From an optimization exercise on the open Yosys and OpenROAD flow, aimed at small area, a short achievable clock period and few clock cycles per item; shortcuts taken in it are not production practice.
Only simulation tests tie the RTL to the original design; equivalence was not proved.
The clock port is modelled as an ideal driver, which makes a skipped or thinned clock tree look cheaper than it is; a real chip needs a root buffer or a tree.
Power is estimated from default activity; no workload was simulated.

Setup of rev 12:
Design par_engine, start of the top module:
module par_engine (
    input  wire         clk,
    input  wire         rst_n,
    input  wire         in_valid,
    output wire         in_ready,
    input  wire         in_first,
    input  wire         in_last,
    input  wire [1:0]   in_kind,      
    input  wire [3:0]   in_sheet,
    input  wire [127:0] in_data,
    input  wire [1:0]   cfg_nerase,
    input  wire [3:0]   cfg_sx,
    input  wire [3:0]   cfg_sy,
    output reg          out_valid,
    input  wire         out_ready,
    output reg  [127:0] out_a,
    output reg  [127:0] out_b,
    output reg          out_lost
);
    function [7:0] xtime;
        input [7:0] a;
        xtime = {a[6:0], 1'b0} ^ (a[7] ? 8'h1D : 8'h00);
    endfunction
    function [7:0] gf_mul;
        input [7:0] a;
        input [7:0] b;
        integer i;
        reg [7:0] p, aa;
        begin
            p  = 8'h00;
            aa = a;
            for (i = 0; i < 8; i = i + 1) begin
                if (b[i]) p = p ^ aa;
                aa = xtime(aa);
            end
            gf_mul = p;
        end
    endfunction
    localparam [247:0] E_TAB = 248'h261387CDE8743A1D80402010080402018E47ADD86C361B83CFE9FA7DB0582C;
    localparam [247:0] Z_TAB = 248'h8AC0E48574FBA9A0545FED729DA7F400F5A69C73EC5E55A1A8FA7584E5C18B;
    reg          s1_v;
    reg          s1_first;
    reg          s1_last;
    reg  [1:0]   s1_kind;
    reg  [3:0]   s1_sheet;
    reg  [127:0] s1_d;
    reg  [1:0]   g_n;
    reg  [3:0]   g_sx;
    reg  [3:0]   g_sy;
    reg          ready_r;
    assign in_ready = ready_r;
    wire take = in_valid && ready_r;
    reg          fresh;
    always @(posedge clk) begin
        if (!rst_n)
            fresh <= 1'b1;
        else if (take)
            fresh <= 1'b0;
        s1_v     <= rst_n && take;
        s1_first <= in_first || fresh;
  ...
For scale: ~810 flip-flops, ~410 I/O pins, roughly 43000 sq um of cells after synthesis.
Settings: LEC_CHECK=0, CAP_MARGIN=20, CORE_MARGIN=2, CORE_UTILIZATION=55, CTS_BUF_LIST=sky130_fd_sc_hd__clkbuf_16, CTS_CLUSTER_DIAMETER=100, CTS_CLUSTER_SIZE=24, SLEW_MARGIN=20; clock period 22.0 ns.
standard.sh (not shown) runs the stock make flow with config.mk's settings and CLKGATE_MAP_FILE= SYNTH_SCRIPT=/design/flow/synth_recipe.tcl, a recipe that flattens the netlist after the stock synthesis.
==> flow/flow/run.sh <==
#!/bin/bash
set -euo pipefail
export BUFFER_PORTS_ARGS="-buffer_cell sky130_fd_sc_hd__buf_1"
export CTS_ARGS="-sink_clustering_enable -repair_clock_nets -sink_clustering_size 24 -sink_clustering_max_diameter 100 -buf_list sky130_fd_sc_hd__clkbuf_16 -dont_use_dummy_load"
bash standard.sh cts > flow_to_cts.log 2>&1
UNROOT_ODB="$PWD/orfs/results/$FLOW_PLATFORM/par_engine/base/4_cts.odb" UNROOT_CLK=clk \
  openroad -no_init -exit flow/unroot.tcl > unroot.log 2>&1
bash standard.sh > flow.log 2>&1
==> flow/flow/unroot.tcl <==
read_db $::env(UNROOT_ODB)
set block [ord::get_db_block]
set clk_net [[$block findBTerm $::env(UNROOT_CLK)] getNet]
set iterms [$clk_net getITerms]
if {[llength $iterms] != 1} { puts "unroot: clock port drives [llength $iterms] pins; nothing done"; exit 0 }
set root [[lindex $iterms 0] getInst]
set root_out {}
foreach it [$root getITerms] {
  if {[$it isOutputSignal]} { set root_out [$it getNet] }
}
if {$root_out eq {}} { puts "unroot: no output net on [$root getName]"; exit 0 }
set loads {}
foreach it [$root_out getITerms] {
  if {[$it getInst] ne $root} { lappend loads $it }
}
if {[llength $loads] > 4 || [llength [$root_out getBTerms]] > 0} {
  puts "unroot: root buffer drives [llength $loads] pins; nothing done"; exit 0
}
puts "unroot: removing [$root getName] ([[$root getMaster] getName]), moving [llength $loads] loads to [$clk_net getName]"
foreach it $loads {
  $it disconnect
  $it connect $clk_net
}
foreach it [$root getITerms] { $it disconnect }
odb::dbInst_destroy $root
odb::dbNet_destroy $root_out
write_db $::env(UNROOT_ODB)
Testbench counts of rev 12, summed over its fixed seeds: cycles 24,088, items 3,200.
Inputs modified between rev 12 and rev 13:
==> flow/flow/run.sh <==
#!/bin/bash
set -euo pipefail
export BUFFER_PORTS_ARGS="-buffer_cell sky130_fd_sc_hd__buf_1"
export CTS_ARGS="-sink_clustering_enable -repair_clock_nets -sink_clustering_size 24 -sink_clustering_max_diameter 100 -buf_list sky130_fd_sc_hd__clkbuf_16 -sink_clustering_levels 1 -dont_use_dummy_load"
bash standard.sh > flow.log 2>&1
removed: flow/flow/unroot.tcl
==> comparison <==
Share of power burned in registers sits lower in rev 13 than in rev 12.
As far as share of the final layout cell area in sequential cells is concerned, rev 13 and rev 12 perform about the same.
On layout-stage area growth over the synthesis result, rev 12 and rev 13 are neck and neck.
Category of the critical setup timing path = flip-flop to output port: rev 13; category of the critical setup timing path = flip-flop to flip-flop: rev 12

## what the ideal ports hide
The flow's constraints put no driver on any port. The routed layouts listed below were extracted and timed again, unchanged, in two steps. Step 1: set_driving_cell puts a clkbuf_16 on clk and a buf_2 on each other input, an assumption about the parent block. Step 2 times the ports against the registers' clock, not the clock port: input delays grow and output delays shrink by t, the midpoint of the rising clock arrivals with the driver on. Three values: ideal ports, drivers, drivers and shift; two values: the first two.
run | shift t [ns] | slack for setup (ns) | hold slack, ns | slew at the worst register clock pin (ns)
rev 12 | 0.537 | 16.480 / 16.367 / 16.481 | 0.305 / 0.305 / 0.305 | 0.10 / 0.10
rev 13 | 0.670 | 16.301 / 16.232 / 16.492 | 0.305 / 0.305 / 0.305 | 0.10 / 0.10
After both steps every run listed still meets setup and hold.
